Source: an optimization exercise on an open RTL-to-GDS flow (aim: small area, a short achievable clock period and few clock cycles). Production flows keep margins and buffers that such runs may drop. The RTL was checked by simulation tests, not by an equivalence proof against the original design. Power and IR drop assume default switching activity.

==> run D <==
// ladle_share
module ladle_share (
    input  wire         clk,
    input  wire         rst,           
    input  wire         start,
    output wire         ready,
    output reg          done,
    input  wire [14:0]  bud_grid,      
    input  wire [14:0]  bud_site,
    input  wire [14:0]  bud_curt,
    input  wire [14:0]  bud_t1,
    input  wire [14:0]  bud_t2,
    input  wire [7:0]   aux,           
    input  wire [9:0]   eff,           
    input  wire [7:0]   up_step,       
    input  wire [7:0]   act,           
    input  wire [7:0]   rsv,           
    input  wire [127:0] dem,           
    input  wire [15:0]  prio,          
    input  wire [87:0]  volt,          
    output reg          limited,
    output reg  [127:0] alloc,         
    output reg  [151:0] tgt            
);
export LEC_CHECK = 0
export ABC_AREA = 1
export CAP_MARGIN = 20
export CORE_MARGIN = 2
export CORE_UTILIZATION = 45
export SLEW_MARGIN = 20
create_clock -name core_clock -period 20.0 [get_ports {clk}]
standard.sh (not shown) runs the stock make flow with config.mk's settings and CLKGATE_MAP_FILE= SYNTH_SCRIPT=/design/flow/synth_recipe.tcl, a recipe that flattens the netlist after the stock synthesis.
==> flow/flow/run.sh <==
#!/bin/bash
# Layout flow: the standard flow (standard.sh), with repair_timing aiming
# for extra setup slack beyond the design's clock period. The constraints
# (constraint.sdc, the design's clock period) are not changed.
set -euo pipefail
MARGIN=$(cat flow/margin.txt)
bash standard.sh SETUP_SLACK_MARGIN="$MARGIN" finish > standard_flow.log 2>&1
==> flow/flow/margin.txt <==
14.2
==> run G (differences from run D) <==
--- a/flow/design.v
+++ b/flow/design.v
@@ -1,26 +1,24 @@
 module ladle_tdiv_step #(
     parameter QB = 20
 ) (
     input  wire [10:0]   vc,
     input  wire [11:0]   rem_i,
     input  wire [QB-1:0] sh_i,
     output wire [11:0]   rem_o,
-    output wire [QB-1:0] sh_o,
-    output wire          z2        
+    output wire [QB-1:0] sh_o
 );
     wire [12:0] t1 = {rem_i, sh_i[QB-1]};
     wire [12:0] o1 = {2'b00, vc} ^ {13{~rem_i[11]}};
     wire [12:0] r1 = t1 + o1 + {12'd0, ~rem_i[11]};
     wire [12:0] t2 = {r1[11:0], sh_i[QB-2]};
     wire [12:0] o2 = {2'b00, vc} ^ {13{~r1[12]}};
     wire [12:0] r2 = t2 + o2 + {12'd0, ~r1[12]};
     assign rem_o = r2[11:0];
     assign sh_o  = {sh_i[QB-3:0], ~r1[12], ~r2[12]};
-    assign z2 = !rem_i[11] && (rem_i[10:7] == 4'd0) && ({rem_i[6:0], sh_i[QB-1:QB-4]} < vc);
 endmodule
 module ladle_wdiv_step (
     input  wire [111:0] dm,
     input  wire [9:0]   rem_i,
     input  wire [19:0]  sh_i,
     output reg  [9:0]   rem_o,
     output wire [19:0]  sh_o,
@@ -175,20 +173,20 @@
     genvar g;
     reg s_idle, s_run, s_bud, s_mul, s_wdiv, s_wupd, s_wsum, s_wld, s_twait;
     reg tz;                   
     reg tbusy;                
     reg [3:0] tcnt;
     reg [2:0] wcnt;
     reg wfirst, wsec;         
+    reg wchk;                 
     reg lim;
     assign ready = s_idle;
     reg  [14:0] b_r [0:2];
     reg  [7:0]  aux_r;
     reg  [11:0] e3_r;             
-    reg  [7:0]  up_r;
     reg  [14:0] up100;            
     reg  [7:0]  act_r;
     reg  [7:0]  rsv_r;
     reg  [1:0]  p_r [0:7];
     reg  [10:0] v_r [0:7];        
     reg  [2:0]  bsel;
     reg  [14:0] bdif;
@@ -239,15 +237,17 @@
     wire [20:0] ssum = ssv + scv;
     reg  [5:0]  ws_r;         
     reg  [26:0]  xr;          
     reg  [111:0] dmul;        
     wire [111:0] dmul_n;
     generate
         for (g = 0; g < 8; g = g + 1) begin : g_dmul
-            assign dmul_n[14*g +: 14] = ws_r * (25 * (2 * g + 1));
+            localparam integer MW = (g == 0) ? 10 : (g <= 2) ? 12 : (g <= 4) ? 13 : 14;
+            wire [13:0] m = ws_r * (25 * (2 * g + 1));
+            assign dmul_n[14*g +: 14] = {{(14-MW){1'b0}}, m[MW-1:0]};
         end
     endgenerate
     reg  [9:0]  wrem;
     reg  [19:0] wsh;          
     reg  [3:0]  wdg;          
     reg         wdv;          
     reg  [1:0]  wm3;
@@ -257,14 +257,15 @@
     wire [3:0]  wdg_n;
     ladle_wdiv_step u_wdiv (
         .dm(dmul), .rem_i(wrem), .sh_i(wsh), .rem_o(wrem_n), .sh_o(wsh_n), .dg(wdg_n)
     );
     wire [3:0] q3d;
     wire [1:0] m3n;
     ladle_div3 u_div3 (.m_i(wm3), .dg(wdg), .q(q3d), .m_o(m3n));
+    wire        wovf = wchk && (xr[26:16] >= {1'b0, dmul[9:0]});
     wire [26:0] xnext = xr - {s_r, 8'd0} - {s_r, 5'd0} - {s_r, 3'd0} - {s_r, 2'd0};
     wire [28:0] lchk  = {2'b00, xr} - {s_r, 8'd0} - {s_r, 5'd0} - {s_r, 3'd0} - {s_r, 2'd0};
     wire        wpart = s_wdiv;
     wire [19:0] q3  = wpart ? {wq3[7:0], q3d, (m3n == 2'd1) ? 8'h55 : (m3n == 2'd2) ? 8'hAA : 8'h00}
                             : {wq3, q3d};     
     wire [19:0] lq  = wpart ? {wsh[11:0], 8'h00} : wsh;
     wire [19:0] a1  = xz ? 20'd0 : {2'd0, q3[19:2]};       
@@ -288,26 +289,32 @@
     reg  [7:0]  tmask;
     wire        tload  = s_bud | s_wupd;
     wire        tfin;
     reg  [11:0] trem [0:7];
     reg  [QB-1:0] tsh [0:7];
     wire [11:0] trem_n [0:7];
     wire [QB-1:0] tsh_n [0:7];
-    wire [7:0]  tz2;
-    wire        tff = (&tz2) && (tcnt <= TIT[3:0] - 4'd2);
-    assign      tfin = tbusy && (tcnt == TIT[3:0] - 4'd1 || (tcnt == TIT[3:0] - 4'd2 && tff));
+    reg         tchk;
+    reg  [7:0]  tbig, tbig14;
+    always @* for (i = 0; i < 8; i = i + 1) begin
+        tbig[i]   = trem[i][11:2] >= v_r[i];           
+        tbig14[i] = trem[i] >= {1'b0, v_r[i]};         
+    end
+    wire        tovf   = tchk && (tbig != 8'd0);
+    wire        tovf14 = tchk && (tbig14 != 8'd0);
+    assign      tfin = tbusy && (tcnt == TIT[3:0] - 4'd1);
     wire [15:0] tsrc [0:7];       
     wire [25:0] tnum [0:7];
     generate
         for (g = 0; g < 8; g = g + 1) begin : g_t
             assign tsrc[g] = s_bud ? tsh[g][15:0] : open_n[g] ? aw[g][15:0] : alloc[g*16 +: 16];
             assign tnum[g] = {tsrc[g], 10'd0} - {tsrc[g], 4'd0} - {tsrc[g], 3'd0};
             ladle_tdiv_step #(.QB(QB)) u_tdiv (
                 .vc(v_r[g]), .rem_i(trem[g]), .sh_i(tsh[g]),
-                .rem_o(trem_n[g]), .sh_o(tsh_n[g]), .z2(tz2[g])
+                .rem_o(trem_n[g]), .sh_o(tsh_n[g])
             );
         end
     endgenerate
     reg [19:0] pu;
     reg [18:0] tq;
     reg        thi_lt, thi_eq, tlt;
     reg [18:0] prev;
@@ -373,84 +380,97 @@
     always @(posedge clk) begin
         if (!s_run) begin
             b_r[0] <= (bud_site < bud_grid) ? bud_site : bud_grid;
             b_r[1] <= (bud_t1 < bud_curt) ? bud_t1 : bud_curt;
             b_r[2] <= bud_t2;
             aux_r  <= aux;
             e3_r   <= {2'b00, eff} + {1'b0, eff, 1'b0};
-            up_r   <= up_step;
+            up100  <= {up_step, 6'd0} + {up_step, 5'd0} + {up_step, 2'd0};
             act_r  <= act;
             rsv_r  <= rsv;
             smask  <= act;
             sat    <= 8'd0;
             for (i = 0; i < 8; i = i + 1) begin
                 p_r[i] <= prio[i*2 +: 2];
                 v_r[i] <= volt[i*11 +: 11];
             end
         end
         for (i = 0; i < 8; i = i + 1) begin
             if (!s_run) begin
                 trem[i] <= 12'd0;
                 tsh[i]  <= {4'd0, act[i] ? dem[i*16 +: 16] : 16'd0};
             end else if (tload) begin
-                trem[i] <= {6'd0, tnum[i][25:QB]};
-                tsh[i]  <= tnum[i][QB-1:0];
-            end else if (tff) begin
-                trem[i] <= {1'b0, trem[i][6:0], tsh[i][QB-1:QB-4]};
-                tsh[i]  <= {tsh[i][QB-5:0], 4'd0};
+                trem[i] <= tnum[i][25:14];
+                tsh[i]  <= {tnum[i][13:0], 6'd0};
+            end else if (tovf) begin
+                trem[i] <= {6'd0, trem[i][11:6]};
+                tsh[i]  <= {trem[i][5:0], tsh[i][QB-1:6]};
+            end else if (tovf14) begin
+                trem[i] <= {2'd0, trem[i][11:2]};
+                tsh[i]  <= {trem[i][1:0], tsh[i][QB-1:6], 4'd0};
             end else begin
                 trem[i] <= trem_n[i];
                 tsh[i]  <= tsh_n[i];
             end
         end
+        tchk <= tload;
         if (tload) begin
-            tcnt  <= 4'd0;
+            tcnt  <= 4'd3;
             tmask <= act_r;
         end else begin
-            tcnt  <= tcnt + (tff ? 4'd2 : 4'd1);
+            tcnt  <= tovf ? 4'd0 : tovf14 ? 4'd2 : tcnt + 4'd1;
         end
         if (tfin)
             for (i = 0; i < 8; i = i + 1) begin
-                tq = tff ? {tsh[i][14:0], 4'd0} : tsh_n[i][18:0];
+                tq = tsh_n[i][18:0];
                 thi_lt = tsh[i][16:0] < tgt[i*19+2 +: 17];
                 thi_eq = tsh[i][16:0] == tgt[i*19+2 +: 17];
-                if (tff) tlt = tq < tgt[i*19 +: 19];
-                else     tlt = thi_lt || (thi_eq && tq[1:0] < tgt[i*19 +: 2]);
+                tlt = thi_lt || (thi_eq && tq[1:0] < tgt[i*19 +: 2]);
                 if (tmask[i] && tlt)
                     tgt[i*19 +: 19] <= tq;
             end
         if (s_mul | s_wld) begin
-            wrem <= {3'd0, s_mul ? x0[26:20] : xnext[26:20]};
-            wsh  <= s_mul ? x0[19:0] : xnext[19:0];
+            wrem <= s_mul ? x0[25:16] : xnext[25:16];
+            wsh  <= {(s_mul ? x0[15:0] : xnext[15:0]), 4'd0};
+            wm3  <= 2'd0;
+            wcnt <= 3'd1;
+            wdg  <= 4'd0;
+            wdv  <= 1'b1;
+            wchk <= 1'b1;
+        end else if (wovf) begin
+            wrem <= {3'd0, xr[26:20]};
+            wsh  <= xr[19:0];
             wm3  <= 2'd0;
             wcnt <= 3'd0;
+            wdv  <= 1'b0;
+            wchk <= 1'b0;
         end else begin
             wrem <= wrem_n;
             wsh  <= wsh_n;
             wcnt <= wcnt + 3'd1;
             if (wdv) begin
                 wm3 <= m3n;
                 wq3 <= {wq3[11:0], q3d};
             end
+            wdg  <= wdg_n;
+            wdv  <= s_wdiv;
+            wchk <= 1'b0;
         end
-        wdg    <= wdg_n;
-        wdv    <= s_wdiv;
         wfirst <= s_mul;
         wsec   <= wfirst;
         if (wfirst) lim <= xz ? (s_r != 19'd0) : lchk[28];
         if (wsec)   limited <= lim;
         if (s_bud) begin
             for (i = 0; i < 8; i = i + 1)
                 alloc[i*16 +: 16] <= tsh[i][15:0];
             bd   <= bdif;
             r15  <= nres * 14'd15000;
             for (i = 0; i < 8; i = i + 1) begin
                 if (v_r[i] < 11'd150) v_r[i] <= 11'd150;
             end
-            up100 <= {up_r, 6'd0} + {up_r, 5'd0} + {up_r, 2'd0};
             ws_r  <= wsum;
         end
         if (s_mul) begin
             for (i = 0; i < 8; i = i + 1) begin
                 prev = tz ? 19'd0 : tgt[i*19 +: 19];
                 pu = {1'b0, prev} + {5'd0, up100};
                 if (!act_r[i])
==> flow/flow/run.sh (replaced) <==
#!/bin/bash
# Layout flow: the standard flow (standard.sh), with repair_timing aiming
# for extra setup slack beyond the design's clock period, and the port
# buffers (every input and output still gets one) taken as buf_1, which
# repair may resize. The constraints (constraint.sdc, the design's clock
# period) are not changed.
set -euo pipefail
MARGIN=$(cat flow/margin.txt)
export BUFFER_PORTS_ARGS="-buffer_cell sky130_fd_sc_hd__buf_1"
bash standard.sh SETUP_SLACK_MARGIN="$MARGIN" finish > standard_flow.log 2>&1
==> flow/flow/margin.txt (replaced) <==
14.4
- CORE_UTILIZATION: 45 -> 55
- CTS_CLUSTER_DIAMETER: default -> 100
- CTS_CLUSTER_SIZE: default -> 20
==> qor summary <==
Status: run G finished clean; run D finished clean
Met3 layer wire length in the routed design: run G 73000 um; run D 62200 um
Clk sink count: run G 1003; run D 1014
Dpl hpwl: run G 431000 um; run D 417000 um
Power drawn by the combinational cells: run G 0.0218 W; run D 0.0192 W
Minimum clock period: run G 5640 ps; run D 5850 ps
Max-slew headroom at the worst pin: run G 0.0872; run D 0.109
Total of flip-flops plus latches after synthesis: run G 1003; run D 1014
Sequential share of power: run G 0.138; run D 0.140
Area used by multi-input combinational logic: run G 82400 sq um; run D 80500 sq um
Overall via count from detail_route: run G 120000; run D 114000
H-tree levels: run G 3; run D 4
End point of the critical path: run G alloc[70]; run D tsh[1][7]$_DFF_P_
Post-DR vias/cell: run G 6.20; run D 5.83
Fraction of synthesized cell area taken by the top area cell type: run G 0.174; run D 0.184
Testbench counts of run D, summed over its fixed seeds: cycles 26,479.
Testbench counts of run G, summed over its fixed seeds: cycles 22,857.

## static timing again, ports no longer ideal
Ports are ideal in the flow. The routed layouts listed here were re-timed in OpenROAD.
Step 1: set_driving_cell puts a clkbuf_16 on clk and a buf_2 on each other input, an assumption about the parent block.
Step 2 moves the port delays by t, midway between the first and last clock arrival at a register: inputs arrive t later, outputs are due t later. That takes back most of the time a late clock gives input paths.
Slacks: ideal ports / drivers / drivers and shift; pairs: ideal ports / drivers.
run | shift t [ns] | slack for setup (ns) | hold slack, ns
run D | 0.943 | 14.147 / 14.081 / 13.296 | 0.376 / 0.376 / 0.376
run G | 0.877 | 14.357 / 14.247 / 13.716 | 0.353 / 0.353 / 0.353
After both steps setup and hold are still met in every run listed. For run D, which loses most, drivers alone change the setup slack by -0.066 ns; drivers and shift together by -0.851 ns.
